Optimization exercise on an open flow, not production practice. RTL: at most simulated, not proved equivalent. The clock port is an ideal driver here. Power: default activity.

==> flow/config.mk <==
export PLATFORM = sky130hd
export DESIGN_NAME = mole_lane_rx
export DESIGN_NICKNAME = mole_lane_rx
export VERILOG_FILES = /design/flow/design.v
export SDC_FILE = /design/flow/constraint.sdc
export NUM_CORES = 4
export LEC_CHECK = 0
export CAP_MARGIN = 20
export CORE_MARGIN = 2
export CORE_UTILIZATION = 60
export CTS_CLUSTER_DIAMETER = 140
export CTS_CLUSTER_SIZE = 27
export PLACE_DENSITY = 0.85
export SLEW_MARGIN = 20
==> flow/constraint.sdc <==
create_clock -name core_clock -period 9.0 [get_ports {clk}]
set_input_delay 1.8000 -clock core_clock [delete_from_list [all_inputs] [get_ports {clk}]]
set_output_delay 1.8000 -clock core_clock [all_outputs]
set_load 0.01 [all_outputs]
==> flow/design.v <==
module mole_lane_rx (
    input  wire        clk,
    input  wire        rst,
    input  wire        in_valid,
    input  wire [1:0]  in_hdr,
    input  wire [63:0] in_data,
    output reg         out_valid,
    output reg  [1:0]  out_hdr,
    output reg  [63:0] out_data,
    output reg         sig_valid,
    output wire [7:0]  sig_code,
    output wire [39:0] sig_arg,
    output reg         frm_valid,
    output reg         frm_good,
    output reg  [1:0]  frm_class,
    output reg  [15:0] frm_seq,
    output reg  [6:0]  frm_dest,
    output reg  [6:0]  frm_words,
    output reg         aln_valid,
    output reg  [3:0]  aln_lane,
    output reg  [1:0]  aln_port,
    output reg  [15:0] aln_seq,
    output reg  [4:0]  aln_bip_errs,
    output reg  [15:0] cnt_block_err,
    output reg  [15:0] cnt_signal_bad,
    output reg  [15:0] cnt_crc_err,
    output reg  [15:0] cnt_bip_err,
    output reg         frozen,
    output reg         lane_drop
);
    localparam [7:0] T_IDLE  = 8'h1E;
    localparam [7:0] T_SIG   = 8'h2D;
    localparam [7:0] T_LINK  = 8'h33;
    localparam [7:0] T_ALIGN = 8'h4B;
    localparam [7:0] T_TRAIN = 8'h55;
    localparam [7:0] T_FSTA  = 8'h78;
    localparam [7:0] T_FEND  = 8'h87;
    localparam [31:0] FSTA_SEED = 32'hF0958FA1;
    reg  [57:0] hist;
    wire [121:0] ext = {in_data, hist};
    reg  [63:0] desc;
    integer k;
    always @(*) begin
        for (k = 0; k < 64; k = k + 1)
            desc[k] = ext[58 + k] ^ ext[58 + k - 39] ^ ext[k];
    end
    wire is_data  = (in_hdr == 2'b01);
    wire is_ctrl  = (in_hdr == 2'b10);
    wire hdr_bad  = !is_data && !is_ctrl;
    wire is_raw   = is_ctrl && (in_data[7:0] == T_ALIGN || in_data[7:0] == T_TRAIN);
    wire is_align = is_ctrl && (in_data[7:0] == T_ALIGN);
    wire [63:0] payload = is_raw ? in_data : desc;
    wire [7:0]  ctype   = desc[7:0];
    wire is_sctrl = is_ctrl && !is_raw;
    wire type_known = ctype == T_IDLE || ctype == T_SIG || ctype == T_LINK ||
                      ctype == T_FSTA || ctype == T_FEND;
    wire c_idle = is_sctrl && ctype == T_IDLE;
    wire c_sig  = is_sctrl && ctype == T_SIG;
    wire c_fsta = is_sctrl && ctype == T_FSTA;
    wire c_fend = is_sctrl && ctype == T_FEND;
    wire blk_err = hdr_bad || (is_sctrl && !type_known);
    reg  [15:0] bip;
    wire [15:0] bip_blk  = in_data[15:0] ^ in_data[31:16] ^ in_data[47:32] ^
                           in_data[63:48] ^ {14'b0, in_hdr};
    wire [15:0] bip_diff = bip ^ in_data[47:32];
    reg  [2:0]  bip_grp [0:3];
    reg  [2:0]  s1_bgrp [0:3];
    integer g;
    always @(*) begin
        for (g = 0; g < 4; g = g + 1)
            bip_grp[g] = {2'b0, bip_diff[4*g]} + {2'b0, bip_diff[4*g+1]} +
                         {2'b0, bip_diff[4*g+2]} + {2'b0, bip_diff[4*g+3]};
    end
    wire [3:0]  bip_p01 = s1_bgrp[0] + s1_bgrp[1];
    wire [3:0]  bip_p23 = s1_bgrp[2] + s1_bgrp[3];
    wire [4:0]  bip_pop = bip_p01 + bip_p23;
    reg s1_data, s1_idle, s1_sig, s1_fsta, s1_fend, s1_err;
    reg         in_frame;
    reg  [31:0] fcrc;
    reg  [6:0]  fcount;       
    reg  [47:0] last_msg;     
    reg  [2:0]  sig_dist;     
    reg         s2_sig_bad;   
    reg  [4:0]  bip_h1, bip_h2, bip_h3;
    reg  [11:0] win_blocks;
    reg  [11:0] win_idles;
    assign sig_code = last_msg[7:0];
    assign sig_arg  = last_msg[47:8];
    reg         s1_align;
    wire [63:0] p1 = out_data;
    wire fend_close = s1_fend && in_frame;
    wire in_frame_nx = s1_fsta ? 1'b1 : (s1_fend ? 1'b0 : in_frame);
    wire [7:0]  sig_syn;
    mole_lane_rx_crc8 u_crc8 (.p1(p1), .sig_syn(sig_syn));
    wire        sig_crc_ok = (sig_syn == 8'd0);
    wire        sig_dup    = (sig_dist <= 3'd4) && (p1[55:8] == last_msg);
    wire        sig_good   = s1_sig && sig_crc_ok;
    wire        sig_take   = sig_good && !sig_dup;
    wire [31:0] crc_in    = fcrc;
    wire [31:0] crc_next;
    mole_lane_rx_crc32 u_crc32 (.crc_in(crc_in), .p1(p1), .crc_next(crc_next));
    wire        fend_good = (~fcrc == p1[39:8]) && (fcount == frm_words) &&
                            (frm_words != 7'd0) && (frm_words <= 7'd64);
    wire [6:0]  bip_sum4 = aln_bip_errs + bip_h1 + bip_h2 + bip_h3;
    wire [12:0] idles_now = win_idles + {11'b0, s1_idle};
    wire        s1_valid = out_valid;
    always @(posedge clk) begin
        out_hdr      <= in_hdr;
        out_data     <= payload;
        s1_bgrp[0]   <= bip_grp[0];
        s1_bgrp[1]   <= bip_grp[1];
        s1_bgrp[2]   <= bip_grp[2];
        s1_bgrp[3]   <= bip_grp[3];
        aln_lane     <= out_data[11:8];
        aln_port     <= out_data[13:12];
        aln_seq      <= out_data[31:16];
        if (s1_fsta) begin
            frm_class <= p1[9:8];
            frm_seq   <= p1[31:16];
            frm_words <= p1[38:32];
            frm_dest  <= p1[46:40];
        end
        if (in_valid && c_fsta)
            fcrc <= FSTA_SEED;
        else if (s1_fsta || s1_data)
            fcrc <= crc_next;
        if (s1_fsta)
            fcount <= 7'd0;
        else if (s1_data && !(fcount[6] && fcount[0]))
            fcount <= fcount + 7'd1;
        if (sig_good)
            last_msg <= p1[55:8];
        if (rst) begin
            hist          <= 58'b0;
            bip           <= 16'b0;
            s1_align      <= 1'b0;
            out_valid     <= 1'b0;
            aln_valid     <= 1'b0;
            s1_data       <= 1'b0;
            s1_idle       <= 1'b0;
            s1_sig        <= 1'b0;
            s1_fsta       <= 1'b0;
            s1_fend       <= 1'b0;
            s1_err        <= 1'b0;
            sig_valid     <= 1'b0;
            frm_valid     <= 1'b0;
            frm_good      <= 1'b0;
            cnt_block_err <= 16'b0;
            cnt_signal_bad<= 16'b0;
            cnt_crc_err   <= 16'b0;
            cnt_bip_err   <= 16'b0;
            frozen        <= 1'b0;
            lane_drop     <= 1'b0;
            aln_bip_errs  <= 5'b0;
            sig_dist      <= 3'd7;
            s2_sig_bad    <= 1'b0;
            in_frame      <= 1'b0;
            bip_h1        <= 5'b0;
            bip_h2        <= 5'b0;
            bip_h3        <= 5'b0;
            win_blocks    <= 12'b0;
            win_idles     <= 12'b0;
        end else begin
            out_valid <= in_valid;
            s1_align  <= in_valid && is_align;
            aln_valid <= s1_align;
            s1_data   <= in_valid && is_data;
            s1_idle   <= in_valid && c_idle;
            s1_sig    <= in_valid && c_sig;
            s1_fsta   <= in_valid && c_fsta;
            s1_fend   <= in_valid && c_fend;
            s1_err    <= in_valid && blk_err;
            if (in_valid) begin
                if (!is_raw)
                    hist <= in_data[63:6];
                if (is_align)
                    bip <= 16'b0;
                else
                    bip <= bip ^ bip_blk;
            end
            frm_valid <= (in_valid && c_fsta && in_frame_nx) || fend_close;
            frm_good  <= fend_close && fend_good;
            in_frame <= in_frame_nx;
            if (frm_valid && !frm_good)
                cnt_crc_err <= cnt_crc_err + 16'd1;
            if (s1_err)
                cnt_block_err <= cnt_block_err + 16'd1;
            sig_valid <= sig_take;
            if (sig_take)
                sig_dist <= 3'd1;
            else if (s1_valid && sig_dist != 3'd7)
                sig_dist <= sig_dist + 3'd1;
            s2_sig_bad <= s1_sig && !sig_crc_ok;
            if (s2_sig_bad)
                cnt_signal_bad <= cnt_signal_bad + 16'd1;
            aln_bip_errs <= s1_align ? bip_pop : 5'd0;
            cnt_bip_err  <= cnt_bip_err + {11'b0, aln_bip_errs};
            if (bip_sum4 >= 7'd16)
                lane_drop <= 1'b1;
            if (aln_valid) begin
                bip_h3 <= bip_h2;
                bip_h2 <= bip_h1;
                bip_h1 <= aln_bip_errs;
            end
            if (s1_valid) begin
                if (win_blocks == 12'd4095) begin
                    if (idles_now > 13'd3686)
                        frozen <= 1'b1;
                    else if (idles_now <= 13'd2048)
                        frozen <= 1'b0;
                    win_blocks <= 12'd0;
                    win_idles  <= 12'd0;
                end else begin
                    win_blocks <= win_blocks + 12'd1;
                    win_idles  <= idles_now[11:0];
                end
            end
        end
    end
endmodule
module mole_lane_rx_crc32 (
    input  wire [31:0] crc_in,
    input  wire [63:0] p1,
    output wire [31:0] crc_next
);
    wire [31:0] crc_t = crc_in ^ p1[31:0];
    wire crcx0 = crc_t[13] ^ crc_t[3];
    wire crcx1 = p1[32] ^ crc_t[11];
    wire crcx2 = p1[39] ^ crc_t[19];
    wire crcx3 = crc_t[16] ^ crc_t[6];
    wire crcx4 = crc_t[4] ^ crc_t[9];
    wire crcx5 = p1[35] ^ crc_t[12];
    wire crcx6 = p1[36] ^ p1[54];
    wire crcx7 = p1[34] ^ crc_t[5];
    wire crcx8 = p1[37] ^ crc_t[8];
    wire crcx9 = p1[55] ^ crc_t[30];
    wire crcx10 = p1[56] ^ crc_t[10];
    wire crcx11 = p1[46] ^ crc_t[7];
    wire crcx12 = crcx0 ^ p1[47];
    wire crcx13 = crc_t[1] ^ crc_t[14];
    wire crcx14 = crc_t[15] ^ crc_t[2];
    wire crcx15 = p1[38] ^ crc_t[18];
    wire crcx16 = p1[61] ^ crc_t[31];
    wire crcx17 = crcx2 ^ p1[51];
    wire crcx18 = crcx1 ^ p1[45];
    wire crcx19 = p1[50] ^ p1[57];
    wire crcx20 = p1[42] ^ p1[58];
    wire crcx21 = p1[43] ^ p1[59];
    wire crcx22 = p1[44] ^ p1[60];
    wire crcx23 = p1[40] ^ crc_t[20];
    wire crcx24 = p1[41] ^ crc_t[21];
    wire crcx25 = p1[52] ^ crc_t[25];
    wire crcx26 = p1[53] ^ crc_t[26];
    wire crcx27 = p1[63] ^ crc_t[17];
    wire crcx28 = crcx4 ^ p1[48];
    wire crcx29 = p1[49] ^ p1[62];
    wire crcx30 = crc_t[0] ^ crc_t[23];
    wire crcx31 = crc_t[24] ^ crc_t[27];
    wire crcx32 = crcx6 ^ crc_t[29];
    wire crcx33 = crcx3 ^ p1[33];
    wire crcx34 = crcx14 ^ crcx7;
    wire crcx35 = crcx20 ^ crc_t[22];
    wire crcx36 = crc_t[12] ^ crc_t[28];
    wire crcx37 = crcx29 ^ crc_t[5];
    wire crcx38 = crcx24 ^ crcx5;
    wire crcx39 = crcx8 ^ crc_t[22];
    wire crcx40 = crcx16 ^ crcx31;
    wire crcx41 = crcx27 ^ p1[62];
    wire crcx42 = crcx28 ^ crcx9;
    wire crcx43 = p1[33] ^ crc_t[11];
    wire crcx44 = crcx21 ^ crc_t[24];
    wire crcx45 = crcx11 ^ crcx13;
    wire crcx46 = crcx10 ^ crcx22;
    wire crcx47 = p1[36] ^ p1[39];
    wire crcx48 = p1[40] ^ p1[42];
    wire crcx49 = p1[56] ^ p1[60];
    wire crcx50 = p1[41] ^ p1[43];
    wire crcx51 = p1[57] ^ p1[61];
    wire crcx52 = p1[35] ^ p1[57];
    wire crcx53 = p1[47] ^ p1[63];
    wire crcx54 = p1[50] ^ p1[58];
    wire crcx55 = p1[51] ^ p1[59];
    wire crcx56 = crcx6 ^ crc_t[27];
    wire crcx57 = crcx47 ^ crc_t[31];
    wire crcx58 = p1[37] ^ crc_t[17];
    wire crcx59 = p1[49] ^ crc_t[4];
    wire crcx60 = p1[55] ^ crc_t[7];
    wire crcx61 = crc_t[18] ^ crc_t[28];
    wire crcx62 = crcx19 ^ crc_t[0];
    wire crcx63 = crc_t[13] ^ crc_t[2];
    wire crcx64 = p1[45] ^ crc_t[8];
    wire crcx65 = crcx19 ^ crc_t[25];
    wire crcx66 = p1[34] ^ crc_t[16];
    wire crcx67 = p1[54] ^ crc_t[29];
    wire crcx68 = crc_t[13] ^ crc_t[15];
    wire crcx69 = crcx13 ^ p1[38];
    wire crcx70 = crcx23 ^ crcx61;
    wire crcx71 = crcx0 ^ crcx15;
    wire crcx72 = crcx30 ^ crcx4;
    wire crcx73 = crcx35 ^ crcx63;
    wire crcx74 = crcx5 ^ crcx9;
    wire crcx75 = crcx8 ^ crc_t[21];
    wire crcx76 = crcx25 ^ crc_t[22];
    wire crcx77 = crcx15 ^ crcx37;
    wire crcx78 = crcx12 ^ crcx17;
    wire crcx79 = p1[32] ^ p1[44];
    wire crcx80 = p1[34] ^ p1[37];
    wire crcx81 = p1[39] ^ p1[48];
    wire crcx82 = crc_t[10] ^ crc_t[17];
    wire crcx83 = crcx51 ^ crc_t[20];
    wire crcx84 = p1[33] ^ crc_t[6];
    wire crcx85 = crcx20 ^ p1[44];
    wire crcx86 = crcx22 ^ p1[63];
    wire crcx87 = crc_t[25] ^ crc_t[3];
    wire crcx88 = crcx22 ^ p1[48];
    wire crcx89 = p1[41] ^ crc_t[26];
    wire crcx90 = crcx29 ^ p1[56];
    wire crcx91 = p1[43] ^ crc_t[28];
    wire crcx92 = crcx53 ^ crc_t[26];
    wire crcx93 = crcx54 ^ crc_t[2];
    wire crcx94 = p1[39] ^ crc_t[10];
    wire crcx95 = crcx55 ^ p1[46];
    wire crcx96 = crcx50 ^ crc_t[14];
    wire crcx97 = crcx81 ^ crc_t[24];
    wire crcx98 = p1[58] ^ crc_t[15];
    wire crcx99 = p1[60] ^ crc_t[6];
    wire crcx100 = crcx21 ^ crc_t[12];
    wire crcx101 = crcx19 ^ crc_t[8];
    wire crcx102 = crc_t[1] ^ crc_t[9];
    wire crcx103 = crc_t[14] ^ crc_t[21];
    wire crcx104 = crc_t[28] ^ crc_t[30];
    wire crcx105 = crcx1 ^ p1[35];
    wire crcx106 = crcx2 ^ p1[34];
    wire crcx107 = crcx23 ^ crcx82;
    wire crcx108 = crcx10 ^ crcx43;
    wire crcx109 = crcx58 ^ crcx59;
    wire crcx110 = crcx3 ^ crcx32;
    wire crcx111 = crcx7 ^ crc_t[1];
    wire crcx112 = crcx30 ^ crcx44;
    wire crcx113 = crcx3 ^ p1[53];
    wire crcx114 = crcx11 ^ crcx26;
    wire crcx115 = crcx24 ^ crc_t[23];
    wire crcx116 = crcx36 ^ crcx80;
    wire crcx117 = crcx25 ^ crcx66;
    wire crcx118 = crcx16 ^ crcx26;
    wire crcx119 = crcx67 ^ crc_t[16];
    wire crcx120 = crcx15 ^ crcx27;
    wire crcx121 = crcx35 ^ crcx60;
    wire crcx122 = crcx34 ^ crcx57;
    wire crcx123 = crcx38 ^ crcx70;
    wire crcx124 = crcx110 ^ crcx39;
    wire crcx125 = crcx72 ^ crcx73;
    wire crcx126 = crcx113 ^ crcx18;
    wire crcx127 = crcx18 ^ crcx34;
    wire crcx128 = crcx114 ^ crcx40;
    wire crcx129 = crcx12 ^ crcx14;
    wire crcx130 = crcx12 ^ crcx75;
    wire crcx131 = crcx28 ^ crcx41;
    wire crcx132 = crcx18 ^ crcx33;
    wire crcx133 = crcx17 ^ crcx33;
    wire crcx134 = crcx12 ^ crcx38;
    assign crc_next[0] = ^{crcx105, crcx106, crcx107, crcx33, crcx42, crcx56, crcx69, p1[52], p1[58], crc_t[3]};
    assign crc_next[1] = ^{crcx108, crcx109, crcx122, crcx123, crcx60, p1[53], p1[59], crc_t[0]};
    assign crc_next[2] = ^{crcx1, crcx111, crcx124, crcx38, crcx48, crcx49, crcx62, crcx71, crc_t[19]};
    assign crc_next[3] = ^{crcx125, crcx17, crcx50, crcx58, crcx69, crcx74, crcx83, crcx84, p1[36], crc_t[7]};
    assign crc_next[4] = ^{crcx10, crcx112, crcx122, crcx13, crcx23, crcx71, crcx75, crcx85, p1[52], p1[62], crc_t[7]};
    assign crc_next[5] = ^{crcx126, crcx14, crcx2, crcx24, crcx39, crcx4, crcx44, crcx52, crcx69, crcx86, crcx87, p1[40]};
    assign crc_next[6] = ^{crcx127, crcx45, crcx74, crcx76, crcx88, crcx89, p1[42], p1[61], crc_t[19], crc_t[23], crc_t[27], crc_t[6]};
    assign crc_next[7] = ^{crcx128, crcx129, crcx30, crcx33, crcx5, crcx64, crcx90, crcx91, p1[36], p1[42], crc_t[20]};
    assign crc_next[8] = ^{crcx130, crcx131, crcx31, crcx32, crcx45, crcx65, crcx66, crcx79, crcx91};
    assign crc_next[9] = ^{crcx124, crcx127, crcx17, crcx25, crcx70, crcx92, p1[44], p1[49], crc_t[1], crc_t[27], crc_t[3]};
    assign crc_next[10] = ^{crcx115, crcx116, crcx18, crcx26, crcx32, crcx45, crcx93, crcx94};
    assign crc_next[11] = ^{crcx129, crcx31, crcx39, crcx43, crcx48, crcx67, crcx74, crcx95, p1[38]};
    assign crc_next[12] = ^{crcx117, crcx12, crcx36, crcx42, crcx49, crcx57, crcx96, p1[38], crc_t[23]};
    assign crc_next[13] = ^{crcx10, crcx109, crcx118, crcx48, crcx52, crcx68, crcx79, crcx97, crc_t[14], crc_t[29], crc_t[5]};
    assign crc_next[14] = ^{crcx132, crcx56, crcx65, crcx77, crcx96, crcx98, p1[40], crc_t[30]};
    assign crc_next[15] = ^{crcx11, crcx116, crcx133, crcx27, crcx85, crcx89, p1[50], p1[55], p1[59], crc_t[15], crc_t[31]};
    assign crc_next[16] = ^{crcx108, crcx13, crcx20, crcx21, crcx32, crcx42, crcx64, crcx78, crcx99, crc_t[18], crc_t[7]};
    assign crc_next[17] = ^{crcx100, crcx11, crcx16, crcx23, crcx34, crcx42, crcx46, crcx8, p1[49], p1[52], p1[57], crc_t[0], crc_t[11], crc_t[14], crc_t[19]};
    assign crc_next[18] = ^{crcx101, crcx102, crcx126, crcx134, crcx16, crcx37, crcx46, crcx98, p1[38], crc_t[20]};
    assign crc_next[19] = ^{crcx103, crcx11, crcx131, crcx132, crcx55, crcx6, crcx62, crcx73, crcx94, p1[61], crc_t[12]};
    assign crc_next[20] = ^{crcx11, crcx17, crcx21, crcx28, crcx3, crcx39, crcx5, crcx53, crcx56, crcx68, crcx77, p1[32], p1[60], crc_t[20], crc_t[23], crc_t[30]};
    assign crc_next[21] = ^{crcx104, crcx105, crcx111, crcx130, crcx30, crcx40, crcx54, crcx59, crcx86, p1[54], crc_t[7]};
    assign crc_next[22] = ^{crcx107, crcx119, crcx17, crcx36, crcx40, crcx64, crcx7, crcx76, crcx93, p1[59], p1[62], crc_t[11], crc_t[3], crc_t[30]};
    assign crc_next[23] = ^{crcx0, crcx1, crcx123, crcx25, crcx26, crcx41, crcx72, crcx9, crcx95, crcx99, crc_t[29], crc_t[31]};
    assign crc_next[24] = ^{crcx118, crcx120, crcx121, crcx134, crcx23, crcx3, crcx49, crcx7, crcx97, crc_t[11], crc_t[29], crc_t[9]};
    assign crc_next[25] = ^{crcx100, crcx102, crcx115, crcx117, crcx121, crcx43, crcx71, crcx83, crcx90, crc_t[8]};
    assign crc_next[26] = ^{crcx101, crcx103, crcx106, crcx125, crcx26, crcx41, crcx44, crcx46, crcx5};
    assign crc_next[27] = ^{crcx112, crcx120, crcx133, crcx51, crcx68, crcx7, crcx76, crcx88, crcx9, p1[32], p1[45], crc_t[4]};
    assign crc_next[28] = ^{crcx128, crcx18, crcx42, crcx46, crcx6, crcx77, crcx87, crc_t[23]};
    assign crc_next[29] = ^{crcx10, crcx18, crcx2, crcx36, crcx37, crcx40, crcx65, crcx8, crcx84, crcx92, p1[46], p1[54], p1[55], crc_t[4]};
    assign crc_next[30] = ^{crcx10, crcx104, crcx25, crcx32, crcx41, crcx45, crcx5, crcx62, crcx78, crc_t[16], crc_t[26], crc_t[4], crc_t[5]};
    assign crc_next[31] = ^{crcx119, crcx15, crcx26, crcx34, crcx52, crcx78, crcx8, p1[32], p1[33], p1[63], crc_t[0], crc_t[10], crc_t[31], crc_t[9]};
endmodule
module mole_lane_rx_crc8 (
    input  wire [63:0] p1,
    output wire [7:0]  sig_syn
);
    wire sigx0 = p1[11] ^ p1[18];
    wire sigx1 = p1[13] ^ p1[30];
    wire sigx2 = p1[23] ^ p1[44];
    wire sigx3 = p1[28] ^ p1[32];
    wire sigx4 = p1[12] ^ p1[29];
    wire sigx5 = p1[14] ^ p1[33];
    wire sigx6 = p1[34] ^ p1[45];
    wire sigx7 = p1[46] ^ sigx1;
    wire sigx8 = p1[37] ^ p1[54];
    wire sigx9 = p1[20] ^ p1[47];
    wire sigx10 = p1[10] ^ p1[15];
    wire sigx11 = p1[39] ^ sigx0;
    wire sigx12 = p1[40] ^ sigx2;
    wire sigx13 = sigx3 ^ sigx8;
    wire sigx14 = p1[24] ^ sigx5;
    wire sigx15 = sigx4 ^ sigx6;
    wire sigx16 = p1[19] ^ sigx7;
    wire sigx17 = p1[31] ^ p1[35];
    wire sigx18 = p1[55] ^ p1[8];
    wire sigx19 = p1[16] ^ p1[36];
    wire sigx20 = p1[38] ^ p1[48];
    wire sigx21 = p1[41] ^ p1[49];
    wire sigx22 = p1[17] ^ p1[21];
    wire sigx23 = p1[25] ^ p1[50];
    wire sigx24 = p1[47] ^ p1[54];
    wire sigx25 = p1[15] ^ p1[22];
    wire sigx26 = p1[26] ^ p1[51];
    wire sigx27 = p1[27] ^ p1[52];
    wire sigx28 = p1[42] ^ p1[9];
    wire sigx29 = p1[43] ^ p1[53];
    wire sigx30 = sigx19 ^ sigx9;
    wire sigx31 = sigx10 ^ sigx24;
    wire sigx32 = sigx11 ^ sigx13;
    wire sigx33 = sigx12 ^ sigx17;
    wire sigx34 = sigx16 ^ sigx33;
    assign sig_syn[0] = ^{p1[34], p1[48], p1[56], sigx18, sigx32, sigx34};
    assign sig_syn[1] = ^{p1[57], p1[9], sigx14, sigx15, sigx2, sigx20, sigx21, sigx30, sigx32, sigx7};
    assign sig_syn[2] = ^{p1[28], p1[42], p1[45], p1[49], p1[58], sigx0, sigx12, sigx14, sigx20, sigx22, sigx23, sigx31, sigx4};
    assign sig_syn[3] = ^{p1[32], p1[43], p1[59], sigx11, sigx15, sigx16, sigx18, sigx21, sigx23, sigx25, sigx26};
    assign sig_syn[4] = ^{p1[12], p1[50], p1[60], sigx14, sigx26, sigx27, sigx28, sigx34, sigx9};
    assign sig_syn[5] = ^{p1[13], p1[14], p1[21], p1[25], p1[31], p1[41], p1[51], p1[61], p1[8], sigx10, sigx27, sigx29, sigx3, sigx30, sigx6};
    assign sig_syn[6] = ^{p1[11], p1[16], p1[26], p1[29], p1[35], p1[44], p1[46], p1[52], p1[53], p1[62], sigx13, sigx22, sigx25, sigx28, sigx5};
    assign sig_syn[7] = ^{p1[17], p1[18], p1[22], p1[23], p1[27], p1[30], p1[33], p1[36], p1[38], p1[55], p1[63], sigx15, sigx29, sigx31};
endmodule
==> flow/flow/run.sh <==
#!/bin/bash
# Standard layout, with fast port buffers and a tighter setup target for
# timing repair. Each tool's output goes to the ORFS logs under orfs/logs;
# make's own output goes to flow_make.log.
set -euo pipefail
bash standard.sh "BUFFER_PORTS_ARGS=-buffer_cell sky130_fd_sc_hd__buf_2" SETUP_SLACK_MARGIN=5.8 finish > flow_make.log 2>&1
==> flow/standard.sh <==
#!/bin/bash
# synth_recipe.tcl (not shown) runs the flow's synth.tcl, then flattens the netlist and writes it again
# the make line also repeats each setting of config.mk as NAME=value (left out here)
make -C /OpenROAD-flow-scripts/flow DESIGN_CONFIG=/design/flow/config.mk WORK_HOME=/design/flow/orfs CLKGATE_MAP_FILE= SYNTH_SCRIPT=/design/flow/synth_recipe.tcl "${@:-finish}"
==> results.py, run 1 <==
metrics = {
    "global_route": {
        "met3_usage": 0.0646,
        "grt_pass1_vias": 17486,
        "grt_max_degree": 98,
        "met2_usage": 0.620,
        "grt_antenna_before_repair": 0,
        "grt_overflow": 0,
        "global_route.peak_usage_layer": "met2",
        "grt_util_met1": 0.483,
        "grt_util_all_layers": 0.379,
        "grt_pass1_wl_um": 114000,
    },
    "status": {
        "outcome": "timing/DRC/antenna clean",
    },
    "setup_path": {
        "path_depth": 1,
        "cp_data_arrival_time_ns": 1.40,
        "path_class": "reg -> out",
        "r2r-end": "sig_dist[2]",
        "crit_fanout": 10,
        "critPathSlowestCell": "dfxtp_2",
        "r2r_cells": 8,
        "r2r-start": "out_data[13]",
        "start_kind": "register",
        "setup.worst_path.end_class": "output pin",
        "crit_family": "flip-flops",
        "worstPathRequired_ns": 7.20,
        "slowest_delay_ns": 0.60,
        "cp_num_buf_inv": 1,
        "reg2reg_slack_ns": 5.86,
        "cp_cell_sequence": "buf_2",
    },
    "floorplanning": {
        "core_area_um2": 38500,
        "num_rows": 72,
        "ioPinCount": 313,
        "die_h_um": 201,
        "die_x_um": 201,
        "start_util": 0.606,
        "die_area_um2": 40500,
    },
    "sta": {
        "setup_slack_ns": 5.80,
        "slew_headroom": 0.296,
        "hold_violations": 0,
        "finalCriticalPeriod_ns": 3.20,
        "rsz0062_at_grt": "no",
        "min_period_over_period": 0.355,
        "drv_slew": 0,
        "hold_slack_ns": 0.483,
        "finalClockSkew_ns": 0.0526,
        "fin_tns_setup_ns": 0,
        "fmax_ghz": 0.313,
        "final-setup-viol-count": 0,
        "worst_slew_pin_slew_ns": 1.05,
    },
    "logic_synthesis": {
        "syn-num-nets": 2406,
        "synth-seq-cells": 420,
        "async_flop_share": 0,
        "yosysWarnings": 3,
        "syn_avg_cell_area_um2": 10.2,
        "synth_edf_count": 80,
        "ys_seq_area_frac": 0.395,
        "post-synth-top-area-fraction": 0.292,
        "dominantRegCellSynth": "dfxtp_1",
        "synthesis.instances": 2281,
        "syn_area_um2": 23300,
        "yosys-top-cells-count": "xnor2_1, dfxtp_1, xor2_1, nand2_1, nor2_1",
        "yosysUniqueCellTypes": 56,
        "synth_top_area_cell": "dfxtp_1",
        "synth.area.top_cells": "dfxtp_1, xnor2_1, xor2_1",
        "synth_most_common_cell": "xnor2_1",
    },
    "min_path": {
        "min_to": "hist[11]",
        "min-delay-start": "hist[11]",
        "min_delay_path_depth": 2,
        "worst_hold_path_type": "reg -> reg",
    },
    "drt": {
        "drt_iter0_markers": 1799,
        "wl_per_cell_um": 25.5,
        "vias": 17794,
        "remaining_drc_errors": 0,
        "drt_first_pass_iters": 5,
        "avgViaCountPerCell": 5.80,
        "ant_nets": 0,
        "wirelength_um": 78200,
    },
    "placed_design": {
        "dp_hpwl_um": 58500,
        "place_area_um2": 25400,
        "pre_cts_ws_ns": 4.60,
        "io_buffers": 312,
        "gp_congestion": 1.02,
    },
    "layout": {
        "drive_gt1_frac": 0.190,
        "syn_to_final_growth_pct": 13.7,
        "n_antenna_cell": 0,
        "nets": 2664,
        "final_util": 0.689,
        "n_fill_cell": 2936,
        "final_area_um2": 26500,
    },
    "flow_run": {
        "maxCapViolCount": 0,
    },
    "clocking": {
        "h-tree-depth": 1,
        "cts_max_path_buffers": 3,
        "cts.reportedPaths.clkPinSlew_ns": 0.11,
        "cts_sinks": 420,
        "cts_tree": "built",
        "clk-insertion-delay-late_ns": 0.58,
        "cts_root_buf": "clkbuf_16",
        "numCtsBuffers": 19,
    },
    "pwr": {
        "power_density_nw_per_um2": 509,
        "peakVddDrop_mv": 0.386,
        "leakage_nw": 11.2,
    },
}
==> sequential cells by signal, indices dropped and copies added (netlist names), 7 cells and up <==
register / count
out_data: 64
hist: 58
last_msg: 48
fcrc: 32
aln_seq: 16
bip: 16
cnt_bip_err: 16
cnt_block_err: 16
cnt_crc_err: 16
cnt_signal_bad: 16
frm_seq: 16
s1_bgrp: 12
win_blocks: 12
win_idles: 12
fcount: 7
frm_dest: 7
frm_words: 7
==> metal layers <==
metal  wire length [µm]  up-vias
met5                  0        -
met4               4690        0
met3               7200      249
met2              36900      984
met1              29400     8626
li1                   -     7935
==> area by class of cell <==
type	count	area (µm²)	area share
multi-input combinational	1711	13900	0.524
tap	518	648	0.0244
inverter	32	120	0.00453
clock buffer	28	509	0.0192
clock inverter	2	25.0	0.000944
timing repair buffer	355	1990	0.0749
sequential	420	9330	0.352
==> cell families (layout without fill, tap and decap cells) <==
kind of cell,count (synthesis),count (layout),synth area share
adders and majority gates,56,56,0.0368
AOI/OAI and AO/OA,163,163,0.0412
xor gates and xnor gates,869,869,0.376
buffers and inverters,157,417,0.0266
and+or+nand+nor,595,602,0.115
muxes,21,21,0.00901
DFF,420,420,0.395
==> per-stage QoR <==
stage,cells,power [mW]
after global placement,3011,12.1
after floorplan,2281,9.59
after global routing,3066,14.1
after detailed placement,3011,12.0
final,3066,13.5
after CTS,3056,13.3
==> layout by cell type (no fill, tap or decap), drive strengths merged, types with 9 or more instances in the layout <==
cell type  instances
nor2b             11
xnor2            507
and3              32
clkbuf            28
mux2i             21
and4               9
dfxtp            340
o21ai             22
nand4             26
o211ai            11
fa                21
buf              355
nand3             31
xnor3             69
xor2             281
nor2             151
xor3              12
nand2            262
edfxtp            80
nor3              19
inv               32
and2               9
or3                9
nor4              25
a21oi             86
ha                35
==> timing repair <==
| item | CTS | global route |
|---|---|---|
| cloned | 6 | 1 |
| setup endpoints to repair | 207 | 127 |
| hold buffers | 0 | 0 |
| pin swaps | 5 | 1 |
| buffers inserted | 9 | 9 |
| gates resized for setup | 87 | 33 |
==> where the power goes <==
part | total (mW) | internal (mW) | switching (mW)
Sequential | 2.51 | 2.14 | 0.376
Clock | 1.02 | 0.404 | 0.613
Combinational | 9.97 | 4.81 | 5.16
Total | 13.5 | 7.35 | 6.15
==> how the worst max path moves through the flow <==
stage / from / endpoint
CTS: aln_valid / aln_valid
finish: out_data[21] / out_data[21]
detailed placement: in_data[2] / hist[34]
global route: in_data[2] / hist[19]
floorplan: in_data[5] / fcrc[17]
global placement: in_data[2] / hist[50]
==> inputs of run 2 (changes only) <==
--- a/flow/config.mk
+++ b/flow/config.mk
@@ -8,5 +8,5 @@
 export CAP_MARGIN = 20
 export CORE_MARGIN = 2
-export CORE_UTILIZATION = 60
+export CORE_UTILIZATION = 75
 export CTS_CLUSTER_DIAMETER = 140
 export CTS_CLUSTER_SIZE = 27
==> run 2 against run 1 <==
Net effect: core utilization up 18 points; hold slack got worse by 0.021 ns; total power down 0.23%; clock power about the same; critical path type is now reg -> reg; count of clock-buffer cells in the layout decreased by 2; die area decreased by 20%; critical endpoint is now last_msg[31]; critical path depth is 8 higher; global-route usage is 12 points higher; clock skew grew 0.0026 ns; fmax shrank 16%; first-iteration DRC count rose by 66%.
==> results.py, run 2 <==
metrics = {
    "floorplanning": {
        "core_area_um2": 30600,
        "die_area_um2": 32500,
        "ioPinCount": 313,
        "die_h_um": 180,
        "num_rows": 64,
        "die_x_um": 180,
        "start_util": 0.763,
    },
    "sta": {
        "setup_slack_ns": 5.20,
        "fin_tns_setup_ns": 0,
        "final-setup-viol-count": 0,
        "hold_slack_ns": 0.462,
        "worst_slew_pin_slew_ns": 1.21,
        "slew_headroom": 0.190,
        "finalClockSkew_ns": 0.0553,
        "min_period_over_period": 0.422,
        "rsz0062_at_grt": "yes",
        "fmax_ghz": 0.263,
        "drv_slew": 0,
        "finalCriticalPeriod_ns": 3.80,
        "hold_violations": 0,
    },
    "logic_synthesis": {
        "synth.area.top_cells": "dfxtp_1, xnor2_1, xor2_1",
        "synth-seq-cells": 420,
        "syn_area_um2": 23300,
        "yosys-top-cells-count": "xnor2_1, dfxtp_1, xor2_1, nand2_1, nor2_1",
        "yosysUniqueCellTypes": 56,
        "dominantRegCellSynth": "dfxtp_1",
        "ys_seq_area_frac": 0.395,
        "post-synth-top-area-fraction": 0.292,
        "yosysWarnings": 3,
        "synth_most_common_cell": "xnor2_1",
        "synthesis.instances": 2281,
        "syn-num-nets": 2406,
        "synth_top_area_cell": "dfxtp_1",
        "syn_avg_cell_area_um2": 10.2,
        "async_flop_share": 0,
        "synth_edf_count": 80,
    },
    "pwr": {
        "intPower_mw": 7.35,
        "leakage_nw": 11.3,
        "power_density_nw_per_um2": 509,
        "p_sw_mw": 6.11,
        "comb_power_share": 0.733,
        "power_frac_seq": 0.191,
        "peakVddDrop_mv": 0.548,
        "clock_power_share": 0.076,
        "p_sw_frac": 0.454,
    },
    "drt": {
        "vias": 20049,
        "wl_per_cell_um": 29.6,
        "avgViaCountPerCell": 6.80,
        "drt_iter0_markers": 2987,
        "ant_nets": 0,
        "remaining_drc_errors": 0,
        "wirelength_um": 87200,
        "drt_first_pass_iters": 8,
    },
    "setup_path": {
        "reg2reg_slack_ns": 5.20,
        "cp_num_buf_inv": 2,
        "worstPathRequired_ns": 9.30,
        "slowest_delay_ns": 0.67,
        "critPathMostFrequentCell": "xnor2_1",
        "start_kind": "register",
        "path_class": "reg -> reg",
        "cp_cell_sequence": "buf_4 -> xnor2_1 -> xnor2_1 -> xnor3_1 -> xnor2_1 -> a2111o_1 -> nor2b_4 -> buf_12 -> and3_2",
        "setup.worst_path.end_class": "register",
        "cp_data_arrival_time_ns": 4.10,
        "crit_fanout": 7,
        "critPathSlowestCell": "xnor2_1",
        "crit_family": "XOR/XNOR gates",
    },
    "placed_design": {
        "dp_hpwl_um": 56800,
        "io_buffers": 312,
        "gp_congestion": 1.10,
        "pre_cts_ws_ns": 4.02,
    },
    "clocking": {
        "numCtsBuffers": 19,
        "clk-insertion-delay-late_ns": 0.59,
        "cts_sinks": 420,
        "cts_tree": "built",
        "h-tree-depth": 1,
        "cts.reportedPaths.clkPinSlew_ns": 0.12,
        "cts_root_buf": "clkbuf_16",
        "cts_max_path_buffers": 3,
    },
    "global_route": {
        "grt_antenna_before_repair": 11,
        "grt_overflow": 0,
        "grt_pass1_wl_um": 121000,
        "grt_pass1_vias": 19363,
        "grt_max_degree": 94,
        "grt_util_all_layers": 0.498,
    },
    "layout": {
        "nets": 2668,
        "drive_gt1_frac": 0.198,
        "mostFrequentLayoutCell": "xnor2_1",
        "mostFrequentLayoutCells": "xnor2_1, buf_2, dfxtp_1",
        "largest_register": "out_data",
        "largest_reg_flops": 64,
        "syn_to_final_growth_pct": 13.4,
        "top_regs": "out_data: 64 flops, hist: 58 flops, last_msg: 48 flops",
    },
    "status": {
        "outcome": "timing/DRC/antenna clean",
    },
    "flow_run": {
        "maxCapViolCount": 0,
    },
    "min_path": {
        "worst_hold_path_type": "reg -> reg",
    },
}
-- run 2: cell types whose count changed in the layout (fill, tap and decap cells not counted), sizes merged --
cell | previous run | this run
buf | 355 | 354
nor2 | 151 | 152
clkbuf | 28 | 27
and3 | 32 | 33
nand2 | 262 | 264
diode | 0 | 4
-- run 2: routing by layer --
metal / global-route usage / up-vias / share of wire
met5: 0.0133 / - / 0.0016
met4: 0.366 / 14 / 0.11
met3: 0.186 / 812 / 0.16
met2: 0.767 / 1948 / 0.42
met1: 0.568 / 9313 / 0.31
li1: - / 7962 / -
-- run 2: logic make-up after synthesis --
| kind of cell | after synthesis | share of synthesized area |
|---|---|---|
| xor gates and xnor gates | 869 | 0.376 |
| DFF | 420 | 0.395 |
| AOI/OAI and AO/OA | 163 | 0.0412 |
| adders and majority gates | 56 | 0.0368 |
| buffers and inverters | 157 | 0.0266 |
| muxes | 21 | 0.00901 |
| and+or+nand+nor | 595 | 0.115 |
-- run 2: per-stage QoR --
stage          cells  power, mW   util  cell area, µm²
3_3_place_gp    2878       11.4  0.821           25100
5_1_grt         2946       13.8  0.865           26400
4_1_cts         2920       12.7  0.852           26100
2_1_floorplan   2281       9.59      -           23700
6_report        2950       13.5  0.865           26500
3_5_place_dp    2879       11.5  0.822           25200
-- run 2: path summary, 6_finish.rpt --
path	start	to	cells past startpoint
min	out_data[24]	aln_seq[8]	0
max	out_data[12]	last_msg[31]	9
min reg2reg	out_data[24]	aln_seq[8]	0
max reg2reg	out_data[12]	last_msg[31]	9
-- run 2: power by group through the flow --
stage | logic, mW | registers, mW | clock network [mW]
6_report | 9.87 | 2.57 | 1.03
5_1_grt | 10.2 | 2.56 | 1.06
4_1_cts | 9.20 | 2.52 | 0.994
3_5_place_dp | 8.99 | 2.55 | 0
3_3_place_gp | 8.90 | 2.54 | 0
2_1_floorplan | 7.23 | 2.36 | 0
-- run 2: layout make-up --
type / count / area [µm²]
flip-flops and latches: 420 / 9330
multi-input cells: 1715 / 14000
repair buffers: 355 / 1990
fillers: 1433 / 4130
clock inverters: 2 / 25.0
inverters: 32 / 120
well taps: 396 / 495
clock buffers: 26 / 502
diodes: 4 / 10.0
-- run 2: repair_timing --
action                                  4_1_cts  5_1_grt
hold endpoints to repair                      0        0
setup buffers                                 5       23
gates cloned                                  8        3
endpoints found under the setup margin      249      121
pin swaps                                     5        5
resized for setup                            89       37
hold buffers                                  0        0
==> inputs of run 3 (changes only) <==
--- a/flow/config.mk
+++ b/flow/config.mk
@@ -8,5 +8,5 @@
 export CAP_MARGIN = 20
 export CORE_MARGIN = 2
-export CORE_UTILIZATION = 75
+export CORE_UTILIZATION = 50
 export CTS_CLUSTER_DIAMETER = 140
 export CTS_CLUSTER_SIZE = 27
==> run 3 against run 2 <==
Net effect: global-route usage decreased by 17 points; via count decreased by 10%; wire length decreased by 7.2%; critical path type unchanged; hold slack improved by 0.011 ns; highest routed layer unchanged; die area increased by 49%; sequential share of layout area decreased by 0.39 points; clock skew decreased by 0.0093 ns; largest cell class unchanged; setup slack improved by 0.51 ns.
==> results.py, run 3 <==
metrics = {
    "min_path": {
        "worst_hold_path_type": "reg -> reg",
        "min_delay_path_depth": 2,
    },
    "logic_synthesis": {
        "dominantRegCellSynth": "dfxtp_1",
        "syn_avg_cell_area_um2": 10.2,
        "synth_edf_count": 80,
        "synth_most_common_cell": "xnor2_1",
        "yosysUniqueCellTypes": 56,
        "synth_top_area_cell": "dfxtp_1",
        "syn-num-nets": 2406,
        "syn_area_um2": 23300,
        "yosysWarnings": 3,
        "post-synth-top-area-fraction": 0.292,
        "synth.area.top_cells": "dfxtp_1, xnor2_1, xor2_1",
        "async_flop_share": 0,
        "yosys-top-cells-count": "xnor2_1, dfxtp_1, xor2_1, nand2_1, nor2_1",
        "ys_seq_area_frac": 0.395,
        "synth-seq-cells": 420,
        "synthesis.instances": 2281,
    },
    "global_route": {
        "grt_util_all_layers": 0.326,
        "grt_overflow": 0,
        "grt_pass1_wl_um": 114000,
        "grt_antenna_before_repair": 1,
        "grt_pass1_vias": 17287,
        "grt_max_degree": 72,
    },
    "drt": {
        "remaining_drc_errors": 0,
        "drt_iter0_markers": 2082,
        "avgViaCountPerCell": 5.71,
        "vias": 18052,
        "wl_per_cell_um": 25.6,
        "wirelength_um": 80900,
        "ant_nets": 0,
        "drt_first_pass_iters": 5,
    },
    "placed_design": {
        "io_buffers": 312,
        "dp.cells": 3101,
        "gp_congestion": 1.03,
        "dp_hpwl_um": 59600,
        "pre_cts_ws_ns": 4.20,
        "place_area_um2": 25500,
    },
    "clocking": {
        "cts_max_path_buffers": 3,
        "h-tree-depth": 1,
        "cts_tree": "built",
        "cts_root_buf": "clkbuf_16",
        "cts.reportedPaths.clkPinSlew_ns": 0.10,
        "clk-insertion-delay-late_ns": 0.58,
        "cts_sinks": 420,
        "numCtsBuffers": 19,
    },
    "setup_path": {
        "slowest_delay_ns": 0.48,
        "r2r_cells": 8,
        "crit_fanout": 9,
        "cp_cell_sequence": "xnor2_2 -> xor2_1 -> xnor3_1 -> xnor2_1 -> a2111o_1 -> nor2b_4 -> buf_12 -> and3_4",
        "worstPathRequired_ns": 9.26,
        "setup.worst_path.end_class": "register",
        "critPathSlowestCell": "a2111o_1",
        "cp_data_arrival_time_ns": 3.55,
        "path_class": "reg -> reg",
        "start_kind": "register",
    },
    "layout": {
        "largest_reg_flops": 64,
        "syn_to_final_growth_pct": 14.7,
        "mostFrequentLayoutCell": "xnor2_1",
        "mostFrequentLayoutCells": "xnor2_1, buf_2, dfxtp_1",
        "multi_input_comb_area_um2": 14000,
        "final_util": 0.579,
        "seq_area_um2": 9330,
        "top_regs": "out_data: 64 flops, hist: 58 flops, last_msg: 48 flops",
        "largest_register": "out_data",
        "nets": 2670,
        "n_antenna_cell": 0,
        "fin_cells": 3162,
        "drive_gt1_frac": 0.197,
        "n_fill_cell": 3858,
        "final_area_um2": 26800,
    },
    "floorplanning": {
        "die_h_um": 220,
        "core_area_um2": 46300,
        "num_rows": 79,
        "ioPinCount": 313,
        "die_area_um2": 48400,
        "start_util": 0.504,
        "die_x_um": 220,
    },
    "sta": {
        "finalCriticalPeriod_ns": 3.29,
        "hold_violations": 0,
        "worst_slew_pin_slew_ns": 1.13,
        "finalClockSkew_ns": 0.0460,
        "rsz0062_at_grt": "yes",
        "fmax_ghz": 0.304,
        "fin_tns_setup_ns": 0,
        "drv_slew": 0,
        "min_period_over_period": 0.366,
        "slew_headroom": 0.241,
        "final-setup-viol-count": 0,
        "setup_slack_ns": 5.71,
    },
    "flow_run": {
        "maxCapViolCount": 0,
    },
    "pwr": {
        "power_density_nw_per_um2": 501,
        "peakVddDrop_mv": 0.600,
        "leakage_nw": 11.3,
    },
    "status": {
        "outcome": "timing/DRC/antenna clean",
    },
}
-- run 3: worst max-delay path: cells and delay by family (launching register included) --
family,cells,cell delay (ns)
compound gates,1,0.48
xor+xnor,4,1.36
buf+inv,1,0.16
flops,1,0.46
simple gates,2,0.49
-- run 3: cell families after synthesis --
logic type | after synthesis | synth area share
xor+xnor | 869 | 0.376
simple gates | 595 | 0.115
flops | 420 | 0.395
compound gates | 163 | 0.0412
buf+inv | 157 | 0.0266
fa+ha+maj | 56 | 0.0368
mux | 21 | 0.00901
-- run 3: final cells by class --
class | count | area share
Clock buffer | 29 | 0.0195
Tap cell | 607 | 0.0284
Multi-Input combinational cell | 1712 | 0.523
Sequential cell | 420 | 0.349
Clock inverter | 2 | 0.000748
Timing Repair Buffer | 360 | 0.0755
Inverter | 32 | 0.00449
-- run 3: metrics by stage --
stage	hold slack [ns]	total power, mW
after CTS	0.473	13.2
after global placement	0.453	12.0
after global routing	0.495	13.9
after floorplan	0.388	9.59
final	0.473	13.4
after detailed placement	0.459	12.0
-- run 3: timing repair --
item	CTS	global route
gates resized for setup	93	37
endpoints found under the setup margin	303	199
pin swaps	5	4
cloned	6	3
hold buffers	0	0
buffers inserted	11	10
-- run 3: power breakdown --
group	leakage, nW	internal, mW	switching, mW
registers	3.53	2.14	0.394
clock network	0.263	0.412	0.618
logic	7.50	4.82	5.03
total	11.3	7.37	6.04
-- run 3: path summary, 6_finish.rpt --
kind              slack, ns    startpoint          end
setup / recovery       5.71  out_data[43]  last_msg[0]
hold / removal         0.47       hist[9]      hist[9]
setup reg to reg       5.71  out_data[43]  last_msg[0]
hold reg to reg        0.47       hist[9]      hist[9]
-- run 3: layer usage --
| layer | track usage | up-vias | part of all wire |
|---|---|---|---|
| met5 | 0 | - | 0.00016 |
| met2 | 0.532 | 1061 | 0.47 |
| met1 | 0.427 | 8821 | 0.38 |
| met3 | 0.0584 | 219 | 0.097 |
| met4 | 0.138 | 2 | 0.048 |
| li1 | - | 7949 | - |
==> inputs of run 4 (changes only) <==
--- a/flow/config.mk
+++ b/flow/config.mk
@@ -8,7 +8,7 @@
 export CAP_MARGIN = 20
 export CORE_MARGIN = 2
-export CORE_UTILIZATION = 50
+export CORE_UTILIZATION = 60
 export CTS_CLUSTER_DIAMETER = 140
 export CTS_CLUSTER_SIZE = 27
-export PLACE_DENSITY = 0.85
+export PLACE_DENSITY = 0.75
 export SLEW_MARGIN = 20
==> run 4 against run 3 <==
Net effect: die area down 16%; synthesized cell count did not move; largest cell class unchanged; critical path depth shrank 7; sequential power about the same; wire length down 3.8%; setup slack improved by 0.086 ns; count of clock-buffer cells in the layout is 2 lower; global-route usage increased by 5.0 points; non-clock buffer count decreased by 18; combinational power about the same.
==> results.py, run 4 <==
metrics = {
    "status": {
        "outcome": "timing/DRC/antenna clean",
    },
    "floorplanning": {
        "start_util": 0.606,
        "num_rows": 72,
        "die_x_um": 201,
        "die_area_um2": 40500,
        "ioPinCount": 313,
        "core_area_um2": 38500,
        "die_h_um": 201,
    },
    "global_route": {
        "grt_pass1_wl_um": 112000,
        "grt_pass1_vias": 16911,
        "grt_max_degree": 67,
        "grt_overflow": 0,
        "grt_antenna_before_repair": 1,
        "grt_util_all_layers": 0.376,
    },
    "logic_synthesis": {
        "yosysUniqueCellTypes": 56,
        "synth_edf_count": 80,
        "syn_avg_cell_area_um2": 10.2,
        "synth-seq-cells": 420,
        "synthesis.instances": 2281,
        "synth.area.top_cells": "dfxtp_1, xnor2_1, xor2_1",
        "syn-num-nets": 2406,
        "synth_most_common_cell": "xnor2_1",
        "dominantRegCellSynth": "dfxtp_1",
        "async_flop_share": 0,
        "post-synth-top-area-fraction": 0.292,
        "yosysWarnings": 3,
        "synth_top_area_cell": "dfxtp_1",
        "yosys-top-cells-count": "xnor2_1, dfxtp_1, xor2_1, nand2_1, nor2_1",
        "syn_area_um2": 23300,
        "ys_seq_area_frac": 0.395,
    },
    "clocking": {
        "clk-insertion-delay-late_ns": 0.59,
        "cts_tree": "built",
        "cts.reportedPaths.clkPinSlew_ns": 0.10,
        "numCtsBuffers": 19,
        "postCtsHoldBufs": 0,
        "cts_max_path_buffers": 3,
        "h-tree-depth": 1,
        "cts_root_buf": "clkbuf_16",
        "cts_sinks": 420,
    },
    "placed_design": {
        "dp_hpwl_um": 58300,
        "pre_cts_ws_ns": 4.74,
        "io_buffers": 312,
        "gp_congestion": 1.08,
    },
    "setup_path": {
        "slowest_delay_ns": 0.61,
        "path_class": "reg -> out",
        "setup.worst_path.end_class": "output pin",
        "path_depth": 1,
        "cp_data_arrival_time_ns": 1.41,
        "crit_start": "out_data[59]",
        "worstPathRequired_ns": 7.20,
        "cp_cell_sequence": "buf_2",
        "crit_family": "flip-flops",
        "critPathSlowestCell": "dfxtp_2",
        "r2r-start": "out_data[15]",
        "cp_num_buf_inv": 1,
        "start_kind": "register",
        "setup.worst_path.end": "out_data[59]",
        "r2r_cells": 7,
        "reg2reg_slack_ns": 5.84,
        "crit_fanout": 6,
        "r2r-end": "last_msg[10]",
    },
    "drt": {
        "avgViaCountPerCell": 5.74,
        "ant_nets": 0,
        "wl_per_cell_um": 25.5,
        "drt_iter0_markers": 1702,
        "vias": 17528,
        "remaining_drc_errors": 0,
        "wirelength_um": 77900,
        "drt_first_pass_iters": 5,
    },
    "sta": {
        "finalCriticalPeriod_ns": 3.21,
        "fin_tns_setup_ns": 0,
        "fmax_ghz": 0.312,
        "worst_slew_pin_slew_ns": 1.10,
        "drv_slew": 0,
        "final-setup-viol-count": 0,
        "slew_headroom": 0.264,
        "hold_violations": 0,
        "finalClockSkew_ns": 0.0495,
        "min_period_over_period": 0.356,
        "setup_slack_ns": 5.79,
        "rsz0062_at_grt": "yes",
        "hold_slack_ns": 0.471,
    },
    "layout": {
        "n_antenna_cell": 0,
        "largest_reg_flops": 64,
        "final_util": 0.687,
        "drive_gt1_frac": 0.189,
        "largest_register": "out_data",
        "syn_to_final_growth_pct": 13.3,
        "top_regs": "out_data: 64 flops, hist: 58 flops, last_msg: 48 flops",
        "mostFrequentLayoutCell": "xnor2_1",
        "nets": 2652,
        "mostFrequentLayoutCells": "xnor2_1, buf_2, dfxtp_1",
    },
    "pwr": {
        "power_mw": 13.4,
        "power_density_nw_per_um2": 508,
        "peakVddDrop_mv": 0.444,
        "leakage_nw": 11.2,
    },
    "flow_run": {
        "maxCapViolCount": 0,
    },
    "min_path": {
        "worst_hold_path_type": "reg -> reg",
    },
}
## run 4: timing repair
action / in CTS / in global routing
setup endpoints to repair: 192 / 139
resized for setup: 78 / 45
pin swaps: 2 / 1
buffers inserted: 0 / 10
cloned: 3 / 6
## run 4: layer usage
layer	vias to the layer above	track usage	wire length (µm)
li1	7924	-	-
met2	954	0.623	36500
met3	220	0.0586	7210
met1	8428	0.492	30000
met5	-	0	11
met4	2	0.163	4190
## run 4: worst min-delay path by stage
stage,from,slack (ns),end,depth (start not counted)
after floorplan,out_data[12],0.39,aln_port[0],0
after global routing,out_data[13],0.48,aln_port[1],0
after CTS,hist[10],0.47,hist[10],2
after detailed placement,hist[10],0.46,hist[10],2
after global placement,hist[6],0.45,hist[6],2
final,out_data[13],0.47,aln_port[1],0
## run 4: logic make-up (layout without fill, tap and decap cells)
logic type | after synthesis | after routing | share of synthesized area
flops | 420 | 420 | 0.395
simple gates | 595 | 603 | 0.115
buf+inv | 157 | 404 | 0.0266
mux | 21 | 21 | 0.00901
compound gates | 163 | 163 | 0.0412
xor+xnor | 869 | 869 | 0.376
fa+ha+maj | 56 | 56 | 0.0368
## run 4: power by group
part	switching (mW)	internal, mW
registers	0.413	2.14
clock network	0.610	0.402
logic	5.10	4.77
## run 4: worst register-to-register path, stage by stage (launching register included)
cell and delay [ns]:
dfxtp_4 0.42, xnor2_1 0.29, xnor3_1 0.52, xnor3_1 0.39
or2_2 0.29, mux2i_1 0.29, nor2b_4 0.34, and3_2 0.32
## run 4: area by class of cell
class                           count  area (µm²)
Fill cell                        2972       12000
Tap cell                          518         648
Clock inverter                      3        25.0
Sequential cell                   420        9350
Clock buffer                       27         505
Inverter                           32         120
Timing Repair Buffer              342        1860
Multi-Input combinational cell   1712       13900
## run 4: stage by stage
stage / instances / instance area [µm²]
after detailed placement: 3005 / 25300
after floorplan: 2281 / 23700
after global routing: 3054 / 26400
final: 3054 / 26400
after global placement: 3005 / 25300
after CTS: 3038 / 26100
==> inputs of run 5 (changes only) <==
==> flow/flow/run.sh (replaced) <==
#!/bin/bash
# Standard layout, with fast port buffers and a tighter setup target for
# timing repair. Each tool's output goes to the ORFS logs under orfs/logs;
# make's own output goes to flow_make.log.
set -euo pipefail
bash standard.sh "BUFFER_PORTS_ARGS=-buffer_cell sky130_fd_sc_hd__buf_2" SETUP_SLACK_MARGIN=6.05 finish > flow_make.log 2>&1
--- a/flow/config.mk
+++ b/flow/config.mk
@@ -11,4 +11,4 @@
 export CTS_CLUSTER_DIAMETER = 140
 export CTS_CLUSTER_SIZE = 27
-export PLACE_DENSITY = 0.75
+export PLACE_DENSITY = 0.85
 export SLEW_MARGIN = 20
==> run 5 against run 4 <==
Net effect: the layout now fails its checks (max-capacitance violations, max-slew violations); wire length is 32% higher; global-route usage is 5.8 points higher; synthesized cell count stayed put; register-to-register slack worse by 0.91 ns; setup slack worse by 0.86 ns; total power is 7.7% higher; die area stayed put; area after synthesis stayed put; critical endpoint is now last_msg[31]; largest cell class unchanged; non-clock buffer count is 225 higher; fmax is 21% lower.
==> results.py, run 5 <==
metrics = {
    "status": {
        "outcome": "finished with violations",
        "violatedChecks": "max-capacitance violations, max-slew violations",
    },
    "placed_design": {
        "dp_hpwl_um": 56400,
        "io_buffers": 312,
        "gp_congestion": 1.04,
    },
    "logic_synthesis": {
        "yosys-top-cells-count": "xnor2_1, dfxtp_1, xor2_1, nand2_1, nor2_1",
        "synth_most_common_cell": "xnor2_1",
        "synth-seq-cells": 420,
        "synth_fa_ha_area_frac": 0.0368,
        "post-synth-top-area-fraction": 0.292,
        "muxShareOfSynthArea": 0.00901,
        "synthesis.instances": 2281,
        "synth-compound-area-share": 0.0412,
        "synth-simple-area-share": 0.115,
        "ys_seq_area_frac": 0.395,
        "synth_top_family_by_area": "XOR/XNOR gates",
        "syn_area_um2": 23300,
        "synth_edf_count": 80,
        "async_flop_share": 0,
        "synth_xor_area_frac": 0.376,
        "syn_avg_cell_area_um2": 10.2,
        "synth.area.top_cells": "dfxtp_1, xnor2_1, xor2_1",
        "dominantRegCellSynth": "dfxtp_1",
        "synth_top_area_cell": "dfxtp_1",
        "yosysUniqueCellTypes": 56,
        "syn-num-nets": 2406,
        "yosysWarnings": 3,
    },
    "global_route": {
        "grt_pass1_wl_um": 130000,
        "grt_pass1_vias": 19766,
        "grt_antenna_before_repair": 15,
        "grt_max_degree": 76,
        "grt_overflow": 0,
        "grt_util_all_layers": 0.435,
    },
    "clocking": {
        "h-tree-depth": 1,
        "cts_tree": "built",
        "postCtsHoldBufs": 0,
        "numCtsBuffers": 19,
        "cts_root_buf": "clkbuf_16",
        "cts_max_path_buffers": 3,
        "cts.reportedPaths.clkPinSlew_ns": 0.12,
        "cts_sinks": 420,
        "clk-insertion-delay-late_ns": 0.61,
    },
    "sta": {
        "hold_violations": 0,
        "worst_slew_pin_slew_ns": 1.84,
        "fin_tns_setup_ns": 0,
        "final-setup-viol-count": 0,
        "finalCriticalPeriod_ns": 4.07,
        "fmax_ghz": 0.246,
        "drv_slew": 2,
        "slew_headroom": -0.239,
        "finalClockSkew_ns": 0.0507,
        "hold_slack_ns": 0.428,
        "min_period_over_period": 0.452,
        "rsz0062_at_grt": "yes",
    },
    "layout": {
        "largest_register": "out_data",
        "largest_reg_flops": 64,
        "mostFrequentLayoutCells": "xnor2_1, xor2_1, buf_2",
        "top_regs": "out_data: 64 flops, hist: 58 flops, last_msg: 48 flops",
        "drive_gt1_frac": 0.307,
        "n_fill_cell": 2224,
        "syn_to_final_growth_pct": 28.0,
        "mostFrequentLayoutCell": "xnor2_1",
        "nets": 2884,
    },
    "setup_path": {
        "path_class": "reg -> reg",
        "setup.worst_path.end_class": "register",
        "start_kind": "register",
        "worstPathRequired_ns": 9.28,
        "cp_data_arrival_time_ns": 4.35,
        "crit_fanout": 6,
        "reg2reg_slack_ns": 4.93,
    },
    "floorplanning": {
        "start_util": 0.606,
        "die_area_um2": 40500,
        "ioPinCount": 313,
        "die_h_um": 201,
        "die_x_um": 201,
        "num_rows": 72,
        "core_area_um2": 38500,
    },
    "drt": {
        "wirelength_um": 103000,
        "drt_first_pass_iters": 14,
        "vias": 21554,
        "ant_nets": 0,
        "wl_per_cell_um": 31.2,
        "drt_iter0_markers": 3349,
        "remaining_drc_errors": 0,
        "avgViaCountPerCell": 6.54,
    },
    "pwr": {
        "p_sw_frac": 0.462,
        "clock_power_share": 0.074,
        "power_frac_seq": 0.172,
        "intPower_mw": 7.78,
        "peakVddDrop_mv": 0.446,
        "leakage_nw": 12.8,
        "p_sw_mw": 6.69,
        "comb_power_share": 0.754,
        "power_density_nw_per_um2": 485,
    },
    "min_path": {
        "worst_hold_path_type": "reg -> reg",
    },
    "flow_run": {
        "maxCapViolCount": 1,
    },
}
-- run 5: cell counts after synthesis --
No cell type changed its count.
-- run 5: what timing repair did --
item,in CTS,in global routing
buffers inserted,172,60
gates resized for setup,265,157
gates cloned,13,3
endpoints found under the setup margin,326,314
pin swaps,17,30
endpoints found under the hold margin,0,0
-- run 5: worst max-delay path: stages (launching register included) --
cell and delay [ns]:
dfxtp_4 0.48, xor2_1 0.65, xnor3_1 0.72, xnor3_1 0.33, or3_1 0.39, a2111o_1 0.51, nor2b_4 0.18, buf_6 0.12
and3_4 0.37
-- run 5: power by group through the flow --
| stage | sequential [mW] | combinational, mW | clock (mW) |
|---|---|---|---|
| after detailed placement | 2.54 | 9.20 | 0 |
| after global routing | 2.49 | 11.2 | 1.12 |
| after CTS | 2.43 | 9.84 | 1.02 |
| after global placement | 2.53 | 9.18 | 0 |
| final | 2.49 | 10.9 | 1.07 |
| after floorplan | 2.36 | 7.24 | 0 |
-- run 5: cells by family (layout without fill, tap and decap cells) --
logic type	count (synthesis)	in the layout
compound gates	163	163
mux	21	21
buf+inv	157	629
fa+ha+maj	56	56
xor+xnor	869	869
other cells	0	10
flops	420	420
simple gates	595	610
-- run 5: per-stage QoR --
stage	setup slack, ns	power, mW	util	cell area (µm²)	cells
2_1_floorplan	5.69	9.60	-	23900	2281
3_3_place_gp	4.47	11.7	0.662	25500	3008
3_5_place_dp	4.29	11.7	0.662	25500	3008
4_1_cts	5.92	13.3	0.742	28500	3223
5_1_grt	5.04	14.8	0.776	29800	3288
6_report	4.93	14.5	0.776	29900	3296
-- run 5: layer usage --
| metal | share of wire | GRT usage |
|---|---|---|
| met5 | 0.0019 | 0.00119 |
| met4 | 0.11 | 0.300 |
| met3 | 0.16 | 0.153 |
| met2 | 0.41 | 0.665 |
| met1 | 0.31 | 0.514 |
-- run 5: final timing paths --
| path | start | depth (start not counted) | endpoint |
|---|---|---|---|
| max reg2reg | out_data[9] | 8 | last_msg[31] |
| max | out_data[9] | 8 | last_msg[31] |
| min reg2reg | out_data[25] | 0 | aln_seq[9] |
| min | out_data[25] | 0 | aln_seq[9] |
-- run 5: layout make-up --
class	count	area [µm²]	area share
multi-input combinational	1719	14900	0.499
tap	518	648	0.0217
sequential	420	9460	0.317
timing repair buffer	567	4170	0.140
inverter	32	123	0.00411
clock inverter	2	20.0	0.000670
clock buffer	28	519	0.0174
antenna	10	25.0	0.000838
==> inputs of run 6 (changes only) <==
==> flow/flow/run.sh (replaced) <==
#!/bin/bash
set -euo pipefail
bash standard.sh "BUFFER_PORTS_ARGS=-buffer_cell sky130_fd_sc_hd__buf_2" SETUP_SLACK_MARGIN=5.8 "POST_CTS_TCL=$PWD/flow/post_cts.tcl" finish > flow_make.log 2>&1
==> flow/flow/post_cts.tcl (new file) <==
# After CTS and its timing repair: downsize cells that have slack to spare,
# keeping the same setup target as the repair.
report_worst_slack -max
report_design_area
repair_timing -recover_power 100 -setup_margin $::env(SETUP_SLACK_MARGIN) -verbose
detailed_placement
check_placement -verbose
report_worst_slack -max
report_design_area
--- a/flow/config.mk
+++ b/flow/config.mk
@@ -11,4 +11,3 @@
 export CTS_CLUSTER_DIAMETER = 140
 export CTS_CLUSTER_SIZE = 27
-export PLACE_DENSITY = 0.85
 export SLEW_MARGIN = 20
==> run 6 against run 5 <==
Net effect: now clean on timing, DRC and antenna; register-to-register slack gained 0.76 ns; sequential power about the same; largest cell class unchanged; setup slack better by 0.76 ns; clock power fell by 7%; cell count fell by 6.6%; highest routed layer is now met4; clock skew is 0.017 ns lower; combinational power is about 10% lower.
==> results.py, run 6 <==
metrics = {
    "setup_path": {
        "crit_fanout": 8,
        "start_kind": "register",
        "worstPathRequired_ns": 9.41,
        "path_class": "reg -> reg",
        "cp_data_arrival_time_ns": 3.71,
        "setup.worst_path.end_class": "register",
    },
    "min_path": {
        "worst_hold_path_type": "reg -> reg",
    },
    "placed_design": {
        "gp_congestion": 0.990,
        "dp_hpwl_um": 56000,
        "io_buffers": 312,
        "place_area_um2": 25300,
        "pre_cts_ws_ns": 4.12,
    },
    "flow_run": {
        "maxCapViolCount": 0,
    },
    "layout": {
        "largest_register": "out_data",
        "largest_reg_flops": 64,
        "drive_gt1_frac": 0.107,
        "n_fill_cell": 3051,
        "mostFrequentLayoutCell": "xnor2_1",
        "nets": 2678,
        "mostFrequentLayoutCells": "xnor2_1, dfxtp_1, xor2_1",
        "top_regs": "out_data: 64 flops, hist: 58 flops, last_msg: 48 flops",
        "final_util": 0.689,
        "syn_to_final_growth_pct": 13.6,
        "final_area_um2": 26500,
    },
    "logic_synthesis": {
        "syn_avg_cell_area_um2": 10.2,
        "yosysWarnings": 3,
        "synth_most_common_cell": "xnor2_1",
        "synth_edf_count": 80,
        "post-synth-top-area-fraction": 0.292,
        "synth-seq-cells": 420,
        "dominantRegCellSynth": "dfxtp_1",
        "synthesis.instances": 2281,
        "yosys-top-cells-count": "xnor2_1, dfxtp_1, xor2_1, nand2_1, nor2_1",
        "syn-num-nets": 2406,
        "synth_top_area_cell": "dfxtp_1",
        "ys_seq_area_frac": 0.395,
        "synth.area.top_cells": "dfxtp_1, xnor2_1, xor2_1",
        "yosysUniqueCellTypes": 56,
        "syn_area_um2": 23300,
        "async_flop_share": 0,
    },
    "sta": {
        "final-setup-viol-count": 0,
        "finalClockSkew_ns": 0.0342,
        "worst_slew_pin_slew_ns": 1.14,
        "setup_slack_ns": 5.69,
        "hold_violations": 0,
        "slew_headroom": 0.236,
        "rsz0062_at_grt": "yes",
        "finalCriticalPeriod_ns": 3.31,
        "drv_slew": 0,
        "min_period_over_period": 0.367,
        "fin_tns_setup_ns": 0,
        "fmax_ghz": 0.303,
    },
    "floorplanning": {
        "die_h_um": 201,
        "start_util": 0.606,
        "num_rows": 72,
        "ioPinCount": 313,
        "die_x_um": 201,
        "core_area_um2": 38500,
        "die_area_um2": 40500,
    },
    "drt": {
        "wirelength_um": 76300,
        "drt_first_pass_iters": 7,
        "vias": 17658,
        "remaining_drc_errors": 0,
        "wl_per_cell_um": 24.8,
        "ant_nets": 0,
        "avgViaCountPerCell": 5.73,
        "drt_iter0_markers": 1821,
    },
    "pwr": {
        "leakage_nw": 10.6,
        "peakVddDrop_mv": 0.406,
        "power_density_nw_per_um2": 503,
    },
    "status": {
        "outcome": "timing/DRC/antenna clean",
    },
    "global_route": {
        "grt_overflow": 0,
        "grt_pass1_vias": 17175,
        "grt_antenna_before_repair": 4,
        "grt_util_all_layers": 0.368,
        "grt_pass1_wl_um": 111000,
        "grt_max_degree": 98,
    },
    "clocking": {
        "cts.reportedPaths.clkPinSlew_ns": 0.10,
        "cts_tree": "built",
        "clk-insertion-delay-late_ns": 0.56,
        "cts_sinks": 420,
    },
}
## run 6: final timing paths
| kind | end | cells after the start | slack (ns) | start |
|---|---|---|---|---|
| min reg2reg | aln_lane[1] | 0 | 0.43 | out_data[9] |
| min | aln_lane[1] | 0 | 0.43 | out_data[9] |
| max | sig_valid | 8 | 5.69 | out_data[51] |
| max reg2reg | sig_valid | 8 | 5.69 | out_data[51] |
## run 6: kinds of logic after synthesis
kind of cell / Yosys count / share of synthesized area
multiplexers: 21 / 0.00901
AND/OR/NAND/NOR: 595 / 0.115
buffers and inverters: 157 / 0.0266
AO/OA/AOI/OAI: 163 / 0.0412
XOR/XNOR: 869 / 0.376
flip-flops: 420 / 0.395
adder cells (fa/ha/maj): 56 / 0.0368
## run 6: per-layer routing
layer | GRT usage | part of all wire | up-vias | routed length [µm]
met5 | 0 | 0 | - | 0
met4 | 0.143 | 0.044 | 0 | 3370
met3 | 0.0886 | 0.10 | 188 | 7620
met2 | 0.607 | 0.46 | 938 | 35400
met1 | 0.470 | 0.39 | 8567 | 30000
li1 | - | - | 7965 | -
## run 6: layout make-up
cell class | instances | area [µm²] | share of cell area
diodes | 2 | 5.00 | 0.000189
multi-input cells | 1714 | 14100 | 0.533
inverters | 32 | 120 | 0.00453
repair buffers | 366 | 1760 | 0.0664
flip-flops and latches | 420 | 9340 | 0.352
clock buffers | 25 | 498 | 0.0188
well taps | 518 | 648 | 0.0245
clock inverters | 2 | 16.3 | 0.000614
## run 6: worst max-delay path, stage by stage (launching register included)
cell,delay (ns)
dfxtp_2,0.60
xor2_1,0.22
xnor2_1,0.15
xnor3_1,0.44
or3_1,0.37
a2111o_1,0.55
nor2b_4,0.31
buf_4,0.16
nor4b_4,0.35
## run 6: metrics by stage
step / instances / hold WS (ns) / power [mW]
global placement: 3005 / 0.453 / 12.0
detailed placement: 3005 / 0.460 / 11.9
floorplan: 2281 / 0.388 / 9.59
global route: 3077 / 0.451 / 13.9
finish: 3079 / 0.429 / 13.3
## run 6: power by group
part / internal [mW] / switching [mW]
clock network: 0.396 / 0.597
registers: 2.14 / 0.385
logic: 4.84 / 4.95
